What follows belongs to an exercise in optimizing a design on an open flow for small area, a short achievable clock period and few clock cycles; a production flow would make more cautious choices. At most, simulation tests tie the RTL to the original design; equivalence was not proved.

Design dec_unit, start of the top module:
module dec_unit (
    input  wire         clk,
    input  wire         rst,         
    input  wire         in_valid,
    output wire         in_ready,
    input  wire [2:0]   op,          
    input  wire [2:0]   size,        
    input  wire [2:0]   dmode,       
    input  wire [4:0]   digits,      
    input  wire [127:0] a,           
    input  wire [127:0] m,           
    output reg          out_valid,
    output reg  [127:0] result,
    output reg  [127:0] breakage,
    output reg          flag_n,
    output reg          flag_z,
    output reg          flag_c,
    output reg          flag_v,
    output reg          dov,
    output reg          ddata
);
==> flow/config.mk <==
export PLATFORM = sky130hd
export DESIGN_NAME = dec_unit
export DESIGN_NICKNAME = dec_unit
export VERILOG_FILES = /design/flow/design.v
export SDC_FILE = /design/flow/constraint.sdc
export NUM_CORES = 8
export LEC_CHECK = 0
export ABC_AREA = 1
export CAP_MARGIN = 30
export CORE_MARGIN = 2
export CORE_UTILIZATION = 40
export PLACE_DENSITY = 0.6
export SLEW_MARGIN = 30
==> flow/constraint.sdc <==
create_clock -name core_clock -period 80.0 [get_ports {clk}]
set_input_delay 16.0000 -clock core_clock [delete_from_list [all_inputs] [get_ports {clk}]]
set_output_delay 16.0000 -clock core_clock [all_outputs]
set_load 0.01 [all_outputs]
standard.sh (not shown) runs the stock make flow with config.mk's settings and CLKGATE_MAP_FILE= SYNTH_SCRIPT=/design/flow/synth_recipe.tcl, a recipe that flattens the netlist after the stock synthesis.
==> flow/flow/run.sh <==
#!/bin/bash
# The standard layout (the standard.sh, unchanged synthesis and steps), with
# one change: the port buffers that global placement inserts on every input and
# output are sky130_fd_sc_hd__buf_2 cells instead of the delay buffers
# (clkdlybuf4s50_1) that buffer_ports picks by default. The make output goes to
# standard.log; each ORFS step writes its own log under orfs/logs/.
set -euo pipefail
export BUFFER_PORTS_ARGS="-buffer_cell sky130_fd_sc_hd__buf_2"
bash standard.sh > standard.log 2>&1
Change:
--- a/flow/design.v
+++ b/flow/design.v
@@ -407,28 +407,19 @@
             bseen    = bseen | a1[bk];
         end
     end
     reg  [7:0]   blk_b;
     integer bi;
     always @* begin
         for (bi = 0; bi < 8; bi = bi + 1)
             blk_b[bi] = |bsrc[8*bi +: 8];
     end
-    wire [123:0] Ac = {A[123:64], A[63:60] & {4{ext}}, A[59:0]};
-    reg  [7:0]   blk_c;
-    integer ci;
-    always @* begin
-        for (ci = 0; ci < 7; ci = ci + 1)
-            blk_c[ci] = |Ac[16*ci +: 16];
-        blk_c[7] = |Ac[123:112];
-        blk_c[7:4] = blk_c[7:4] & {4{ext}};
-    end
-    wire [7:0] tb_in = is_bcvd ? blk_b : blk_c;
+    wire [7:0] tb_in = is_bcvd ? blk_b : blk_a;
     reg  [2:0] top;
     integer ti;
     always @* begin
         top = 3'd0;
         for (ti = 1; ti < 8; ti = ti + 1)
             if (tb_in[ti]) top = ti[2:0];
     end
     wire [2:0] blk  = first ? top : ptr;
     wire       last = (blk == 3'd0);
@@ -447,39 +438,38 @@
     wire [127:0] q2  = is_mul ? mp2 : {4'd0, Y & {124{~is_rnd}}};
     wire [127:0] s2  = bcd_add(p2, q2, ~is_mul);
     wire [127:0] p1  = is_mul  ? {4'd0, acc} :
                                  {4'd0, X & (is_rnd ? ~dmask : {124{1'b1}})};
     wire [127:0] q1  = is_mul ? s2 :
                        (({128{addsub}} & {4'd0, subm ? nY : Y}) |
                         ({128{up}} & u_vec));
     wire         c1  = addsub & subm;
     wire [127:0] s1  = bcd_add(p1, q1, c1);
-    wire [127:0] Xc    = {4'd0, Ac};
+    wire [127:0] Xc    = {4'd0, X};
     wire [15:0]  chunk = Xc[{blk, 4'b0000} +: 16];
-    wire [6:0]   c_lo  = {3'd0, chunk[3:0]} + {chunk[7:4], 3'd0} + {2'd0, chunk[7:4], 1'b0};
-    wire [6:0]   c_hi  = {3'd0, chunk[11:8]} + {chunk[15:12], 3'd0} + {2'd0, chunk[15:12], 1'b0};
-    wire [13:0]  cval  = {c_hi, 6'd0} + {1'b0, c_hi, 5'd0} + {5'd0, c_hi, 2'd0} + {7'd0, c_lo};
+    wire [13:0]  cval  = chunk[3:0] + chunk[7:4] * 4'd10 + chunk[11:8] * 7'd100 +
+                         chunk[15:12] * 10'd1000;
     wire [63:0]  bin0  = first ? 64'd0 : result[63:0];
     wire [63:0]  t1    = (bin0 << 13) | 64'd256;
     wire [63:0]  t2    = bin0 << 11;
     wire [63:0]  t3    = (~bin0) << 8;
     wire [63:0]  t4    = bin0 << 4;
     wire [63:0]  t5    = {50'd0, cval} ^ {64{a_neg}};
     wire [63:0]  u1s   = t1 ^ t2 ^ t3;
     wire [63:0]  u1c   = ((t1 & t2) | (t1 & t3) | (t2 & t3)) << 1;
     wire [63:0]  u2s   = u1s ^ u1c ^ t4;
     wire [63:0]  u2c   = ((u1s & u1c) | (u1s & t4) | (u1c & t4)) << 1;
     wire [63:0]  u3s   = u2s ^ u2c ^ t5;
     wire [63:0]  u3c   = ((u2s & u2c) | (u2s & t5) | (u2c & t5)) << 1;
     wire [63:0]  bin1  = add64(u3s, u3c, a_neg);
-    wire         cv_hi = |A[123:76];
-    wire         cv_gt = (A[75:0] > 76'h9223372036854775808);
-    wire         cv_eq = (A[75:0] == 76'h9223372036854775808);
+    wire         cv_hi = |X[123:76];
+    wire         cv_gt = (X[75:0] > 76'h9223372036854775808);
+    wire         cv_eq = (X[75:0] == 76'h9223372036854775808);
     wire         cv_v  = ext & (cv_hi | cv_gt | (cv_eq & ~a_neg));
     wire         ge      = s1[124];                   
     wire         use_s2  = addsub & subm & ~ge;
     wire [123:0] rmag    = (use_s2 ? s2[123:0] : s1[123:0]) & nmask;
     wire         rnz     = use_s2 | |(s1[123:0] & nmask);
     wire         r_over  = ~(addsub & subm) & |(s1 & ~{4'd0, nmask});
     wire         rneg    = is_mul ? (a_neg ^ m_neg) :
                            (addsub & subm & ~ge) ? (m_neg ^ is_dsb) : a_neg;
     wire [3:0]   rsign   = (rneg & rnz) ? 4'hD : 4'hC;
What happened: The new run completed with no timing, DRC or antenna violations; via count increases by a little under a tenth; worst setup slack gains 520 ps; cell count went up by a few percent; die area came out higher slightly; synthesized area climbs slightly; global-route usage is higher by 11 points; worst hold slack improves by 75 ps; count of clock-buffer cells in the layout goes down by 8.
Testbench counts after the change, summed over its fixed seeds: cycles 6,086.
No functional check of the RTL was part of the first run of this note.

========
## v6
Another version of the RTL of dec_unit (not shown whole).
Size in the first run: roughly 13000 cells after synthesis, roughly 550 flip-flops, ~540 I/O pins, roughly 82000 um2 of cells after synthesis.
==> flow/config.mk <==
export PLATFORM = sky130hd
export DESIGN_NAME = dec_unit
export DESIGN_NICKNAME = dec_unit
export VERILOG_FILES = /design/flow/design.v
export SDC_FILE = /design/flow/constraint.sdc
export NUM_CORES = 8
export LEC_CHECK = 0
export ABC_AREA = 1
export CAP_MARGIN = 30
export CORE_MARGIN = 2
export CORE_UTILIZATION = 40
export PLACE_DENSITY = 0.6
export SLEW_MARGIN = 30
==> flow/constraint.sdc <==
create_clock -name core_clock -period 80.0 [get_ports {clk}]
set_input_delay 16.0000 -clock core_clock [delete_from_list [all_inputs] [get_ports {clk}]]
set_output_delay 16.0000 -clock core_clock [all_outputs]
set_load 0.01 [all_outputs]
Scripts as last shown in full above: flow/flow/run.sh
Testbench counts of v6, summed over its fixed seeds: cycles 5,902.
### v6 -> v7
--- a/flow/design.v
+++ b/flow/design.v
@@ -442,36 +442,27 @@
         endcase
     end
     wire up = up_m & d_lt_n & is_rnd;
     wire [3:0]   dig  = Y[3:0];
     wire [127:0] x1   = {4'd0, X};
     wire [127:0] x2   = bcd_dbl(x1);
+    wire [127:0] x4   = bcd_dbl(x2);
     wire [127:0] x5   = bcd_x5(x1);
-    wire [127:0] x10  = {X, 4'd0};
-    reg  [127:0] mp1, mpm;
-    reg          mneg;
-    integer ni;
+    reg  [127:0] mp1, mp2;
     always @* begin
         case (dig)
-            4'd3, 4'd4, 4'd5, 4'd6, 4'd7: mp1 = x5;
-            4'd8, 4'd9:                   mp1 = x10;
-            default:                      mp1 = 128'd0;
+            4'd1, 4'd3:       mp1 = x1;
+            4'd4, 4'd6, 4'd8: mp1 = x4;
+            4'd5, 4'd7, 4'd9: mp1 = x5;
+            default:          mp1 = 128'd0;
         endcase
         case (dig)
-            4'd1, 4'd4, 4'd6, 4'd9: mpm = x1;
-            4'd2, 4'd3, 4'd7, 4'd8: mpm = x2;
-            default:                mpm = 128'd0;
+            4'd2, 4'd3, 4'd6, 4'd7: mp2 = x2;
+            4'd8, 4'd9:             mp2 = x4;
+            default:                mp2 = 128'd0;
         endcase
-        mneg = (dig == 4'd3) | (dig == 4'd4) | (dig == 4'd8) | (dig == 4'd9);
-    end
-    reg  [127:0] mp2;
-    always @* begin
-        for (ni = 0; ni < 32; ni = ni + 1)
-            mp2[4*ni +: 4] = mneg ? {~(mpm[4*ni+3] | mpm[4*ni+2] | mpm[4*ni+1]),
-                                     mpm[4*ni+2] ^ mpm[4*ni+1], mpm[4*ni+1], ~mpm[4*ni]}
-                                  : mpm[4*ni +: 4];
     end
     wire subm   = is_cmp | (a_neg ^ m_neg ^ is_dsb);
     wire [123:0] nX = nines(X);
     wire [123:0] nY = nines(Y);
     wire         bneg  = a1[63];
     reg  [63:0]  bsrc;
@@ -519,13 +510,13 @@
     wire [75:0] dd6 = dabble(dd5, bbyte[2]);
     wire [75:0] dd7 = dabble(dd6, bbyte[1]);
     wire [75:0] dd8 = dabble(dd7, bbyte[0]);
     wire [123:0] acc = first ? 124'd0 : result[127:4];
     wire [127:0] p2  = is_mul ? mp1 : {4'd0, nX & (is_rnd ? dmask : {124{1'b1}})};
     wire [127:0] q2  = is_mul ? mp2 : {4'd0, Y & {124{~is_rnd}}};
-    wire [159:0] s2x = bcd_add(p2, q2, is_mul ? mneg : 1'b1);
+    wire [159:0] s2x = bcd_add(p2, q2, ~is_mul);
     wire [127:0] s2  = s2x[127:0];
     wire [127:0] p1  = is_mul  ? {4'd0, acc} :
                                  {4'd0, X & (is_rnd ? ~dmask : {124{1'b1}})};
     wire [127:0] q1  = is_mul ? s2 :
                        (({128{addsub}} & {4'd0, subm ? nY : Y}) |
                         ({128{up}} & u_vec));
@@ -578,26 +569,12 @@
     wire done      = trap | (is_mul ? (~swap & ~|nz_m[30:1]) : ((is_cvb | is_bcvd) ? last : 1'b1));
     wire skip      = ~nz_m[1];
     wire done_next = is_mul ? (swap ? ~|nz_a[30:1] : skip ? ~|nz_m[30:3] : ~|nz_m[30:2]) :
                               (blk == 3'd1);
     wire accept    = in_valid & rdy;
     wire multi_in  = (op == OP_DMUL) | (op == OP_DCVB) | (op == OP_BCVD);
-    reg  [30:0] pnz_a, pnz_m;
-    integer pi;
-    always @* begin
-        for (pi = 0; pi < 31; pi = pi + 1) begin
-            pnz_a[pi] = |a[4*pi+4 +: 4];
-            pnz_m[pi] = |m[4*pi+4 +: 4];
-        end
-    end
-    wire [30:0] psz = {{16{size >= 3'd4}}, {8{size >= 3'd3}}, {4{size >= 3'd2}},
-                       {2{size != 3'd0}}, 1'b1};
-    wire p_mul  = ~|(pnz_m[30:1] & psz[30:1]) & (|(pnz_a & psz) | ~pnz_m[0]);
-    wire p_cvb  = ~|pnz_a[14:4] & ~((size == 3'd4) & |pnz_a[30:15]);
-    wire p_bcvd = a[63] ? (&a[63:8] & |a[7:0]) : ~|a[63:8];
-    wire short_in = (op == OP_DMUL) ? p_mul : (op == OP_DCVB) ? p_cvb : p_bcvd;
     always @(posedge clk) begin
         if (rst) begin
             v1        <= 1'b0;
             rdy       <= 1'b1;
             out_valid <= 1'b0;
             first     <= 1'b0;
@@ -606,13 +583,13 @@
             first     <= accept | (v1 & swap & ~trap);
             if (v1 & ~done) begin
                 v1  <= 1'b1;
                 rdy <= done_next;
             end else begin
                 v1  <= accept;
-                rdy <= ~(accept & multi_in & ~short_in);
+                rdy <= ~(accept & multi_in);
             end
         end
     end
     always @(posedge clk) begin
         if (rdy) begin
             op1     <= op;
Findings:
- In terms of core area, v7 and v6 differ only marginally.
- In the tables for v6 and v7, number of iterations in the first detailed-routing pass reads lower with v7.
- Any difference in chip height between v6 and v7 is small enough to ignore.
- In the tables for v6 and v7, clock-buffer cell count reads lower with v6.
- Full die area of v6 is on par with v7.
- Core utilization: v7 lower than v6
- Compared with v6, in v7 logic depth of the worst setup path including buffers decreased 11; final weighted congestion in routability-driven placement has decreased; post-route cell area lost about 0.32%.
- The setup slack of v7 is higher than that of v6.
- v6 has a higher final critical delay including setup and external delays than v7.
- On sequential share of layout area, v6 tracks v7 almost exactly.
The RTL of v7 was laid out without a check of its function.

[afterwards: timing with drivers on the ports]
How much do the figures lean on ideal ports? The routed layouts below were timed once more, with nothing changed but the port constraints.
Step 1 assumes that a clkbuf_16 drives the clock port and a buf_2 every other input.
Step 2 adds t to the input delays and takes it off the output delays; t is the mean of the earliest and latest rising clock arrival at the registers after step 1. Input paths then give back, and output paths get back, about the clock's delay inside the block.
Slacks: no drivers / after step 1 / after step 2; pairs: no drivers / after step 1.
| run | shift t [ns] | setup WS [ns] | hold slack, ns | worst slew at a driven data input, ns | pins driven straight from the clock port |
|---|---|---|---|---|---|
| the first run of note 1 | 0.873 | 61.270 / 61.270 / 61.270 | 0.464 / 0.464 / 0.464 | 0.07 | 1 |
| the second run of note 1 | 0.907 | 61.789 / 61.789 / 61.789 | 0.539 / 0.539 / 0.539 | 0.10 | 1 |
| v6 | 0.887 | 61.918 / 61.970 / 61.115 | 0.490 / 0.490 / 0.490 | 0.06 | 1 |
| v7 | 0.861 | 62.044 / 61.950 / 62.404 | 0.493 / 0.493 / 0.493 | 0.09 | 1 |
After both steps setup and hold are still met in every run listed. The setup slack of v6, which loses most, moves by +0.052 ns with the drivers and by -0.803 ns with both steps.
